From an optimization exercise on the open Yosys and OpenROAD flow, aimed at small area, a short achievable clock period and few clock cycles per item; shortcuts taken in it are not production practice.
Only simulation tests tie the RTL to the original design; equivalence was not proved.
No activity file was given, so power comes from the tool's default toggle rates.

==> inputs of job 2660 <==
==> flow/design.v (excerpt) <==
module pu_condition (
    input  wire         clk,
    input  wire         rst,
    input  wire [2:0]   cfg_depth,         
    input  wire [15:0]  cfg_width,         
    input  wire [5:0]   cfg_ob_w8,         
    input  wire         cfg_ob_side,       
    input  wire         cfg_ob_mode,       
    input  wire [15:0]  cfg_black_level,
    input  wire [15:0]  cfg_ob_clamp,
    input  wire [15:0]  cfg_pedestal,
    input  wire         cfg_flat_en,
    input  wire [3:0]   cfg_gain_frac,     
    input  wire [3:0]   cfg_ofs_shift,     
    input  wire [2:0]   cfg_cfa,           
    input  wire [15:0]  cfg_sat_level,
    input  wire         cfg_calib,
    input  wire         in_valid,
    output reg          in_ready,
    input  wire [15:0]  in_p,
    input  wire [15:0]  in_coef,
    input  wire         in_eof,
    output reg          out_valid,
    output reg  [15:0]  out_o,
    output reg          stat_valid,
    output wire [31:0]  stat_lines,
    output wire [31:0]  stat_ob_mean,
    output wire [63:0]  stat_ch_min,       
    output wire [63:0]  stat_ch_max,
    output wire [255:0] stat_ch_sum,       
    output wire [255:0] stat_ch_sumsq,
    output wire [127:0] stat_clip_low,     
    output wire [127:0] stat_clip_high,
    output wire [63:0]  stat_focus_total
);
Settings: LEC_CHECK=0, ABC_CLOCK_PERIOD_IN_PS=5000, CAP_MARGIN=20, CORE_MARGIN=2, CORE_UTILIZATION=40, SLEW_MARGIN=20; clock period 16.0 ns.
standard.sh (not shown) runs the stock make flow with config.mk's settings and CLKGATE_MAP_FILE= SYNTH_SCRIPT=/design/flow/synth_recipe.tcl, a recipe that flattens the netlist after the stock synthesis.
==> flow/flow/run.sh <==
#!/bin/bash
# The standard layout, with two changes to how it is made: the port buffers
# are plain buffers (sky130_fd_sc_hd__buf_2, which repair may resize) instead
# of the delay-cell buffers buffer_ports picks by default, and timing repair
# aims for a setup margin, so that it works on paths well inside the clock
# period.  The clock, constraints and synthesis are unchanged.
set -euo pipefail
export BUFFER_PORTS_ARGS="-buffer_cell sky130_fd_sc_hd__buf_2"
export SETUP_SLACK_MARGIN=11.0
bash standard.sh > standard_flow.log 2>&1
==> job 3609: changes against job 2660 <==
--- a/flow/design.v
+++ b/flow/design.v
@@ -32,33 +32,29 @@
     output wire [127:0] stat_clip_low,     
     output wire [127:0] stat_clip_high,
     output wire [63:0]  stat_focus_total
 );
     reg [2:0]  r_depth;
-    reg [15:0] r_width;
     reg [5:0]  r_obw8;
     reg        r_side, r_mode, r_flat, r_calib;
-    reg [15:0] r_black, r_clamp, r_ped, r_sat;
+    reg [15:0] r_black, r_clamp;
     reg [3:0]  r_gf, r_os;
     reg [2:0]  r_cfa;
     reg [4:0]  r_dsel;        
     reg [3:0]  r_gsel;        
     reg        r_mono;
     always @(posedge clk) begin
         r_depth <= cfg_depth;
-        r_width <= cfg_width;
         r_obw8  <= cfg_ob_w8;
         r_side  <= cfg_ob_side;
         r_mode  <= cfg_ob_mode;
         r_black <= cfg_black_level;
         r_clamp <= cfg_ob_clamp;
-        r_ped   <= cfg_calib ? 16'd0 : cfg_pedestal;
         r_flat  <= cfg_flat_en & ~cfg_calib;
         r_gf    <= cfg_gain_frac;
         r_os    <= cfg_ofs_shift;
         r_cfa   <= cfg_cfa;
-        r_sat   <= cfg_sat_level;
         r_calib <= cfg_calib;
         r_dsel  <= 5'd1 << cfg_depth;
         r_gsel  <= 4'd1 << (cfg_gain_frac[1:0] + 2'd1);
         r_mono  <= (cfg_cfa == 3'd0);
     end
@@ -125,11 +121,11 @@
     end
     wire        lstart  = fstart | line_end;
     wire        ob_ph_n = lstart ? has_ob : (ob_ph & ~obc_hit);
     wire [8:0]  obc_n   = lstart ? 9'd0 : (ob_ph ? (obc_hit ? 9'd0 : obc_inc)
                                                  : (obc_hit ? obc : obc_inc));
-    wire [15:0] rem_n   = lstart ? r_width : (ob_ph ? rem : rem_dec);
+    wire [15:0] rem_n   = lstart ? cfg_width : (ob_ph ? rem : rem_dec);
     wire        act_n   = lstart ? (r_side | ~has_ob) :
                           (~ob_ph & (r_side ? (rem_dec == {7'd0, n_ob}) : obc_hit)) ? ~r_side : act;
     wire        cpar_n  = lstart ? 1'b0 : (cpar ^ ~ob_ph);
     wire        cge1_n  = lstart ? 1'b0 : (cge1 | (~ob_ph & act));
     wire        cge2_n  = lstart ? 1'b0 : ((~ob_ph & act) ? cge1 : cge2);
@@ -269,11 +265,11 @@
             end
             case (om_st)
             2'd0: begin
                 if (in_done) begin
                     om_st  <= 2'd1;
-                    om_cnt <= 6'd4;
+                    om_cnt <= 6'd0;
                 end
             end
             2'd1: begin
                 if (om_cnt != 6'd0)
                     om_cnt <= om_cnt - 6'd1;
@@ -334,11 +330,11 @@
         s1_y1   <= y1_w;
         s1_ofs  <= r_flat ? s0_coef[3:0] : 4'd0;
         s1_one  <= r_flat ? bo_one : 6'd0;
         s1_two  <= r_flat ? bo_two : 6'd0;
         s1_neg  <= r_flat ? bo_neg : 6'd0;
-        s1_sat  <= (s0_p >= r_sat) | ((s0_p & dmax) == dmax);
+        s1_sat  <= (s0_p >= cfg_sat_level) | ((s0_p & dmax) == dmax);
         s1_act  <= s0_act;
         s1_ch   <= ch0;
         s1_elig <= mono ? s0_cge1 : ((ch0[0] ^ ch0[1]) & s0_cge2);
     end
     reg               s2_v, s2_eof;
@@ -351,11 +347,11 @@
     wire        mc10;
     pu_mul u_mul (.a(s1_y1), .one(s1_one), .two(s1_two), .neg(s1_neg),
                   .r0(mr0), .r1(mr1), .c10(mc10));
     wire [12:0] ofs_sh = {{9{s1_ofs[3]}}, s1_ofs} << r_os;
     wire [18:0] za     = {{2{s1_y1[16]}}, s1_y1};
-    wire [18:0] zb     = {3'd0, r_ped};
+    wire [18:0] zb     = {3'd0, cfg_pedestal & ~{16{r_calib}}};
     wire [18:0] zc     = {{6{ofs_sh[12]}}, ofs_sh};
     wire [18:0] zs_s   = za ^ zb ^ zc;
     wire [18:0] zs_c   = {(za[17:0] & zb[17:0]) | (zc[17:0] & (za[17:0] ^ zb[17:0])), 1'b0};
     wire [18:0] z_w;
     pu_add #(19) u_z (.a(zs_s), .b(zs_c), .ci(1'b0), .s(z_w), .co());
@@ -429,12 +425,11 @@
         else     out_valid <= s3_v;
         out_o <= rq_o;
     end
     wire [31:0] sq0, sq1;
     pu_sq u_sq (.v(s3_vq), .r0(sq0), .r1(sq1));
-    reg  [15:0] prev1, prev2;
-    wire [15:0] f_ref = mono ? prev1 : prev2;
+    reg  [15:0] f_ref;
     wire [16:0] f_d;
     pu_add #(17) u_fd (.a({1'b0, s3_v16}), .b(~{1'b0, f_ref}), .ci(1'b1), .s(f_d), .co());
     reg         s4_va, s4_fv, s4_gneg;
     reg  [1:0]  s4_ch;
     reg  [31:0] s4_sq0, s4_sq1;
@@ -445,14 +440,12 @@
             s4_fv <= 1'b0;
         end else begin
             s4_va <= s3_va;
             s4_fv <= s3_va & s3_elig;
         end
-        if (s3_va) begin
-            prev2 <= prev1;
-            prev1 <= s3_v16;
-        end
+        if (s3_va & (mono | (s3_ch[0] ^ s3_ch[1])))
+            f_ref <= s3_v16;
         s4_ch   <= s3_ch;
         s4_sq0  <= sq0;
         s4_sq1  <= sq1;
         s4_g    <= f_d[15:0];
         s4_gneg <= f_d[16];
==> flow/flow/run.sh (replaced) <==
#!/bin/bash
# The standard layout, with three changes to how it is made: the port
# buffers are plain buffers (sky130_fd_sc_hd__buf_2, which repair may
# resize) instead of the delay-cell buffers buffer_ports picks by default;
# timing repair aims for a setup margin, so that it works on paths well
# inside the clock period; and clock tree synthesis adds no dummy loads and
# clusters up to 28 registers (90 um across) on a leaf buffer.
# The clock, constraints and synthesis are unchanged.
set -euo pipefail
export BUFFER_PORTS_ARGS="-buffer_cell sky130_fd_sc_hd__buf_2"
export SETUP_SLACK_MARGIN=11.0
export CTS_ARGS="-sink_clustering_enable -repair_clock_nets -dont_use_dummy_load -sink_clustering_size 28 -sink_clustering_max_diameter 90"
bash standard.sh > standard_flow.log 2>&1
==> comparison <==
Job 3609 passed the timing, design-rule and antenna checks. Job 2660 passed the timing, design-rule and antenna checks.
Of job 3609 and job 2660, job 3609 has the higher clock skew (gap 0.036 ns).
Against job 3609, the combinational power of job 2660 is lower by about 2%.
Setup slack: job 2660 is higher than job 3609 (0.60 ns).
Global-route usage: job 3609 is lower than job 2660 (0.70 points).
In job 2660 the non-clock buffer count is higher than in job 3609, by 3.
Testbench counts of job 2660, summed over its fixed seeds: cycles 93,559, pixels 80,140.
Testbench counts of job 3609, summed over its fixed seeds: cycles 93,423, pixels 80,140.

========
==> build 81 <==
pu_condition, a different RTL version from the one above (not shown whole).
export LEC_CHECK = 0
export ABC_CLOCK_PERIOD_IN_PS = 5000
export CAP_MARGIN = 20
export CORE_MARGIN = 2
export CORE_UTILIZATION = 40
export SLEW_MARGIN = 20
create_clock -name core_clock -period 16.0 [get_ports {clk}]
==> flow/flow/run.sh <==
#!/bin/bash
# The standard layout, with three changes to how it is made: the port
# buffers are plain buffers (sky130_fd_sc_hd__buf_2, which repair may
# resize) instead of the delay-cell buffers buffer_ports picks by default;
# timing repair aims for a setup margin, so that it works on paths well
# inside the clock period; and clock tree synthesis adds no dummy loads.
# The clock, constraints and synthesis are unchanged.
set -euo pipefail
export BUFFER_PORTS_ARGS="-buffer_cell sky130_fd_sc_hd__buf_2"
export SETUP_SLACK_MARGIN=11.0
export CTS_ARGS="-sink_clustering_enable -repair_clock_nets -dont_use_dummy_load"
bash standard.sh > standard_flow.log 2>&1
==> inputs of trial 18, as changes to build 81 <==
--- a/flow/design.v
+++ b/flow/design.v
@@ -268,13 +268,13 @@
                 end
             end
             case (om_st)
             2'd0: begin
                 if (in_done) begin
                     om_st  <= 2'd1;
-                    om_cnt <= 6'd0;
+                    om_cnt <= 6'd4;
                 end
             end
             2'd1: begin
                 if (om_cnt != 6'd0)
                     om_cnt <= om_cnt - 6'd1;
                 else if (dcnt == 4'd0 && om_c == 3'd0 && !m_done) begin
==> flow/flow/run.sh (replaced) <==
#!/bin/bash
# The standard layout, with two changes to how it is made: the port buffers
# are plain buffers (sky130_fd_sc_hd__buf_2, which repair may resize) instead
# of the delay-cell buffers buffer_ports picks by default, and timing repair
# aims for a setup margin, so that it works on paths well inside the clock
# period.  The clock, constraints and synthesis are unchanged.
set -euo pipefail
export BUFFER_PORTS_ARGS="-buffer_cell sky130_fd_sc_hd__buf_2"
export SETUP_SLACK_MARGIN=11.0
bash standard.sh > standard_flow.log 2>&1
CTS_BUF_LIST = sky130_fd_sc_hd__clkbuf_8   (was not set)
CTS_CLUSTER_SIZE = 30   (was not set)
==> notes.md <==
Build 81 produced a clean layout. Trial 18 completed with no timing, DRC or antenna violations. Of build 81 and trial 18, build 81 has the higher hold slack (gap 0.0078 ns). In trial 18 the wire length is smaller than in build 81, by 0.25%. Between build 81 and trial 18, the lower core utilization is in build 81 (gap 0.74 points). Against build 81, the final cell count of trial 18 is higher by about 2.5%. Combinational power: trial 18 is smaller than build 81 (about 0.9%). Sequential cell count is the same in trial 18 and build 81. In sequential power, trial 18 and build 81 hardly differ. Against build 81, the sequential share of layout area of trial 18 is lower by 0.41 points. Between build 81 and trial 18, the lower clock-buffer cell count is in build 81 (gap 181). In trial 18 the first-iteration DRC count is lower than in build 81, by about 10%.
Testbench counts of build 81, summed over its fixed seeds: cycles 93,423, pixels 80,140.
Testbench counts of trial 18, summed over its fixed seeds: cycles 93,559, pixels 80,140.

========
==> 06-10: inputs <==
pu_condition again, from the RTL that the note above started with.
export LEC_CHECK = 0
export ABC_CLOCK_PERIOD_IN_PS = 5000
export CAP_MARGIN = 20
export CORE_MARGIN = 2
export CORE_UTILIZATION = 60
export PLACE_DENSITY = 0.72
export SLEW_MARGIN = 20
create_clock -name core_clock -period 16.0 [get_ports {clk}]
==> flow/flow/run.sh <==
#!/bin/bash
# The standard layout, with three changes to how it is made: the port
# buffers are plain buffers (sky130_fd_sc_hd__buf_2, which repair may
# resize) instead of the delay-cell buffers buffer_ports picks by default;
# timing repair aims for a setup margin, so that it works on paths well
# inside the clock period; and clock tree synthesis adds no dummy loads.
# The clock, constraints and synthesis are unchanged.
set -euo pipefail
export BUFFER_PORTS_ARGS="-buffer_cell sky130_fd_sc_hd__buf_2"
export SETUP_SLACK_MARGIN=11.0
export CTS_ARGS="-sink_clustering_enable -repair_clock_nets -dont_use_dummy_load"
bash standard.sh > standard_flow.log 2>&1
==> 10-08: changes against 06-10 <==
--- a/flow/design.v
+++ b/flow/design.v
@@ -29,40 +29,37 @@
     output wire [63:0]  stat_ch_max,
     output wire [255:0] stat_ch_sum,       
     output wire [255:0] stat_ch_sumsq,
     output wire [127:0] stat_clip_low,     
     output wire [127:0] stat_clip_high,
     output wire [63:0]  stat_focus_total
 );
     reg [2:0]  r_depth;
-    reg [15:0] r_width;
     reg [5:0]  r_obw8;
     reg        r_side, r_mode, r_flat, r_calib;
-    reg [15:0] r_black, r_clamp, r_ped, r_sat;
+    reg [15:0] r_black, r_clamp, r_ped;
     reg [3:0]  r_gf, r_os;
     reg [2:0]  r_cfa;
     reg [4:0]  r_dsel;        
     reg [3:0]  r_gsel;        
     reg        r_mono;
     always @(posedge clk) begin
         r_depth <= cfg_depth;
-        r_width <= cfg_width;
         r_obw8  <= cfg_ob_w8;
         r_side  <= cfg_ob_side;
         r_mode  <= cfg_ob_mode;
         r_black <= cfg_black_level;
         r_clamp <= cfg_ob_clamp;
-        r_ped   <= cfg_calib ? 16'd0 : cfg_pedestal;
         r_flat  <= cfg_flat_en & ~cfg_calib;
         r_gf    <= cfg_gain_frac;
         r_os    <= cfg_ofs_shift;
         r_cfa   <= cfg_cfa;
-        r_sat   <= cfg_sat_level;
         r_calib <= cfg_calib;
+        r_ped   <= cfg_calib ? 16'd0 : cfg_pedestal;
         r_dsel  <= 5'd1 << cfg_depth;
         r_gsel  <= 4'd1 << (cfg_gain_frac[1:0] + 2'd1);
         r_mono  <= (cfg_cfa == 3'd0);
     end
     wire [8:0]  n_ob   = {r_obw8, 3'b000};
     wire        has_ob = (r_obw8 != 6'd0);
     wire [15:0] dmax   = {{2{r_dsel[4]}}, {2{|r_dsel[4:3]}}, {2{|r_dsel[4:2]}},
                           {2{|r_dsel[4:1]}}, 8'hFF};
@@ -122,17 +119,17 @@
                     busy <= 1'b0;
             end
         end
     end
     wire        lstart  = fstart | line_end;
     wire        ob_ph_n = lstart ? has_ob : (ob_ph & ~obc_hit);
     wire [8:0]  obc_n   = lstart ? 9'd0 : (ob_ph ? (obc_hit ? 9'd0 : obc_inc)
                                                  : (obc_hit ? obc : obc_inc));
-    wire [15:0] rem_n   = lstart ? r_width : (ob_ph ? rem : rem_dec);
+    wire [15:0] rem_n   = lstart ? cfg_width : (ob_ph ? rem : rem_dec);
     wire        act_n   = lstart ? (r_side | ~has_ob) :
                           (~ob_ph & (r_side ? (rem_dec == {7'd0, n_ob}) : obc_hit)) ? ~r_side : act;
     wire        cpar_n  = lstart ? 1'b0 : (cpar ^ ~ob_ph);
     wire        cge1_n  = lstart ? 1'b0 : (cge1 | (~ob_ph & act));
     wire        cge2_n  = lstart ? 1'b0 : ((~ob_ph & act) ? cge1 : cge2);
     wire        lpar_n  = fstart ? 1'b0 : (lpar ^ line_end);
     wire [15:0] lcnt_n  = fstart ? 16'd0 : (line_cnt + {15'd0, line_end});
     wire        cen     = fstart | take;
@@ -331,17 +328,17 @@
             s1_v   <= s0_pix;
             s1_eof <= s0_eof;
         end
         s1_y1   <= y1_w;
         s1_ofs  <= r_flat ? s0_coef[3:0] : 4'd0;
         s1_one  <= r_flat ? bo_one : 6'd0;
         s1_two  <= r_flat ? bo_two : 6'd0;
         s1_neg  <= r_flat ? bo_neg : 6'd0;
-        s1_sat  <= (s0_p >= r_sat) | ((s0_p & dmax) == dmax);
+        s1_sat  <= (s0_p >= cfg_sat_level) | ((s0_p & dmax) == dmax);
         s1_act  <= s0_act;
         s1_ch   <= ch0;
         s1_elig <= mono ? s0_cge1 : ((ch0[0] ^ ch0[1]) & s0_cge2);
     end
     reg               s2_v, s2_eof;
     reg  [22:0]       s2_r0, s2_r1;   
     reg               s2_c10;
     reg  [18:0]       s2_z;
@@ -426,69 +423,68 @@
     wire [15:0] rq_o    = rq_s + {15'd0, rq_b & ~rq_full};
     always @(posedge clk) begin
         if (rst) out_valid <= 1'b0;
         else     out_valid <= s3_v;
         out_o <= rq_o;
     end
     wire [31:0] sq0, sq1;
     pu_sq u_sq (.v(s3_vq), .r0(sq0), .r1(sq1));
-    reg  [15:0] prev1, prev2;
-    wire [15:0] f_ref = mono ? prev1 : prev2;
-    wire [16:0] f_d;
-    pu_add #(17) u_fd (.a({1'b0, s3_v16}), .b(~{1'b0, f_ref}), .ci(1'b1), .s(f_d), .co());
+    reg  [15:0] f_ref;
+    wire [16:0] f_d;          
+    wire        f_nb;
+    pu_add #(16) u_fd (.a(s3_v16), .b(~f_ref), .ci(1'b1), .s(f_d[15:0]), .co(f_nb));
+    assign f_d[16] = ~f_nb;
     reg         s4_va, s4_fv, s4_gneg;
     reg  [1:0]  s4_ch;
     reg  [31:0] s4_sq0, s4_sq1;
     reg  [15:0] s4_g;
     always @(posedge clk) begin
         if (rst) begin
             s4_va <= 1'b0;
             s4_fv <= 1'b0;
         end else begin
             s4_va <= s3_va;
             s4_fv <= s3_va & s3_elig;
         end
-        if (s3_va) begin
-            prev2 <= prev1;
-            prev1 <= s3_v16;
-        end
+        if (s3_va & (mono | (s3_ch[0] ^ s3_ch[1])))
+            f_ref <= s3_v16;
         s4_ch   <= s3_ch;
         s4_sq0  <= sq0;
         s4_sq1  <= sq1;
         s4_g    <= f_d[15:0];
         s4_gneg <= f_d[16];
     end
     reg  [15:0] ch_min [0:3];
     reg  [15:0] ch_max [0:3];
     wire [15:0] min_sel = ch_min[s3_ch];
     wire [15:0] max_sel = ch_max[s3_ch];
     wire        v_lt    = s3_v16 < min_sel;
     wire        v_gt    = s3_v16 > max_sel;
+    wire [15:0] mn_in0  = s3_v16 | {16{fstart}};
+    wire [15:0] mn_in1  = fstart ? {16{~mono}} : s3_v16;
+    wire [15:0] mx_in   = s3_v16 & {16{~fstart}};
     wire [16:0]    ovf;
     wire [31:0]    s4_sq;
     pu_add #(32) u_sqa (.a(s4_sq0), .b(s4_sq1), .ci(1'b0), .s(s4_sq), .co());
     wire [17*27-1:0] ring_q;
     wire           ring_home, ring_clr;
     genvar g;
     generate
         for (g = 0; g < 4; g = g + 1) begin : g_ch
             wire sel4 = s3_va && (s3_ch == g);
             wire sel5 = s4_va && (s4_ch == g);
             wire [20:0] q_sum;
             wire [36:0] q_sq;
             wire [4:0]  q_lo, q_hi;
             always @(posedge clk) begin
-                if (fstart) begin
-                    ch_min[g] <= (mono && g != 0) ? 16'd0 : 16'hFFFF;
-                    ch_max[g] <= 16'd0;
-                end else if (sel4) begin
-                    if (v_lt) ch_min[g] <= s3_v16;
-                    if (v_gt) ch_max[g] <= s3_v16;
-                end
+                if (fstart | (sel4 & v_lt))
+                    ch_min[g] <= (g == 0) ? mn_in0 : mn_in1;
+                if (fstart | (sel4 & v_gt))
+                    ch_max[g] <= mx_in;
             end
             pu_acc #(.W(21), .AW(16), .CF(6), .CH(16)) u_sum (
                 .clk(clk), .clr(fstart), .en(sel4), .a(s3_v16), .ci(1'b0), .q(q_sum), .ov(ovf[g]));
             pu_acc #(.W(37), .AW(32), .CF(4), .CH(16)) u_sumsq (
                 .clk(clk), .clr(fstart), .en(sel5), .a(s4_sq), .ci(1'b0), .q(q_sq), .ov(ovf[4+g]));
             pu_acc #(.W(5), .AW(1), .CF(8), .CH(8)) u_lo (
                 .clk(clk), .clr(fstart), .en(sel4), .a(s3_low), .ci(1'b0), .q(q_lo), .ov(ovf[8+g]));
             pu_acc #(.W(5), .AW(1), .CF(8), .CH(8)) u_hi (
==> flow/flow/run.sh (replaced) <==
#!/bin/bash
# The standard layout, with these changes to how it is made: the port
# buffers are plain buffers (sky130_fd_sc_hd__buf_2, which repair may
# resize) instead of the delay-cell buffers buffer_ports picks by default;
# timing repair aims for a setup margin, so that it works on paths well
# inside the clock period; clock tree synthesis adds no dummy loads and
# clusters up to 25 registers (80 um across) on a leaf buffer; and antenna
# repair may run more iterations.  The clock, constraints and synthesis are
# unchanged.
set -euo pipefail
export BUFFER_PORTS_ARGS="-buffer_cell sky130_fd_sc_hd__buf_2"
export SETUP_SLACK_MARGIN=11.4
export CTS_ARGS="-sink_clustering_enable -repair_clock_nets -dont_use_dummy_load -sink_clustering_size 25 -sink_clustering_max_diameter 80"
export MAX_REPAIR_ANTENNAS_ITER_GRT=10
export MAX_REPAIR_ANTENNAS_ITER_DRT=15
bash standard.sh > standard_flow.log 2>&1
CORE_UTILIZATION = 40   (was 60)
PLACE_DENSITY = not set   (was 0.72)
==> notes.md <==
	10-08	06-10
Combinational share of power	0.384	0.352
Slowest library cell on the worst path	sky130_fd_sc_hd__edfxtp_1	sky130_fd_sc_hd__dfxtp_4
Number of buffers added for setup after CTS	48	0
Row Count	151	125
Combinational-cell power consumption	0.00426 W	0.00418 W
Starting density of the core	0.4036	0.6039
Non-clock buffers	1212	1147
Final Cycle Share	0.2914	0.3098
Status	no timing/DRC/antenna violations	no timing/DRC/antenna violations
Met3 Routed Length	16.84 mm	27.51 mm
Clock-cell share of area	0.02820	0.04854
Crit path from	ch_max[1][8]$_DFFE_PP_	s3_ch[1]$_DFF_P_
Via-per-instance ratio	5.175	5.734
Proportion of netlist area held by the largest area contributor	0.3665	0.3910
Leakage	37.05 nW	38.01 nW
Net switching share of the total power	0.3815	0.3616
Cell-internal power	0.006864 W	0.007567 W
Number of enable flip-flop cells after synthesis	213	149
Testbench counts of 06-10, summed over its fixed seeds: cycles 93,423, pixels 80,140.
Testbench counts of 10-08, summed over its fixed seeds: cycles 93,423, pixels 80,140.

==> what the ideal ports hide <==
Ports are ideal in the flow. The routed layouts listed here were re-timed in OpenROAD.
Step 1, drivers: a clkbuf_16 drives clk and a buf_2 each remaining input, both assumed.
Step 2 times the ports against the registers' clock, not the clock port: input delays grow and output delays shrink by t, the midpoint of the rising clock arrivals with the driver on.
Three values: no drivers, after step 1, after step 2; two values: the first two.
run | t (ns) | slack for setup (ns) | worst setup path at the end | latest minus earliest clock arrival (ns) | worst register clock-pin slew, ns
job 2660 | 0.901 | 11.094 / 11.000 / 11.213 | register to register | 0.060 / 0.060 | 0.07 / 0.07
job 3609 | 0.791 | 10.494 / 10.542 / 9.751 | input to register | 0.106 / 0.106 | 0.11 / 0.11
build 81 | 0.877 | 11.015 / 10.923 / 11.047 | input to register | 0.126 / 0.126 | 0.06 / 0.06
trial 18 | 1.062 | 11.077 / 10.996 / 11.254 | register to register | 0.105 / 0.105 | 0.07 / 0.07
06-10 | 0.831 | 11.043 / 10.978 / 11.043 | register to register | 0.112 / 0.112 | 0.06 / 0.06
10-08 | 0.804 | 11.337 / 11.260 / 10.680 | input to register | 0.129 / 0.129 | 0.11 / 0.11
After both steps setup and hold are still met in every run listed. The setup slack of job 3609, which loses most, moves by +0.048 ns with the drivers and by -0.743 ns with both steps.
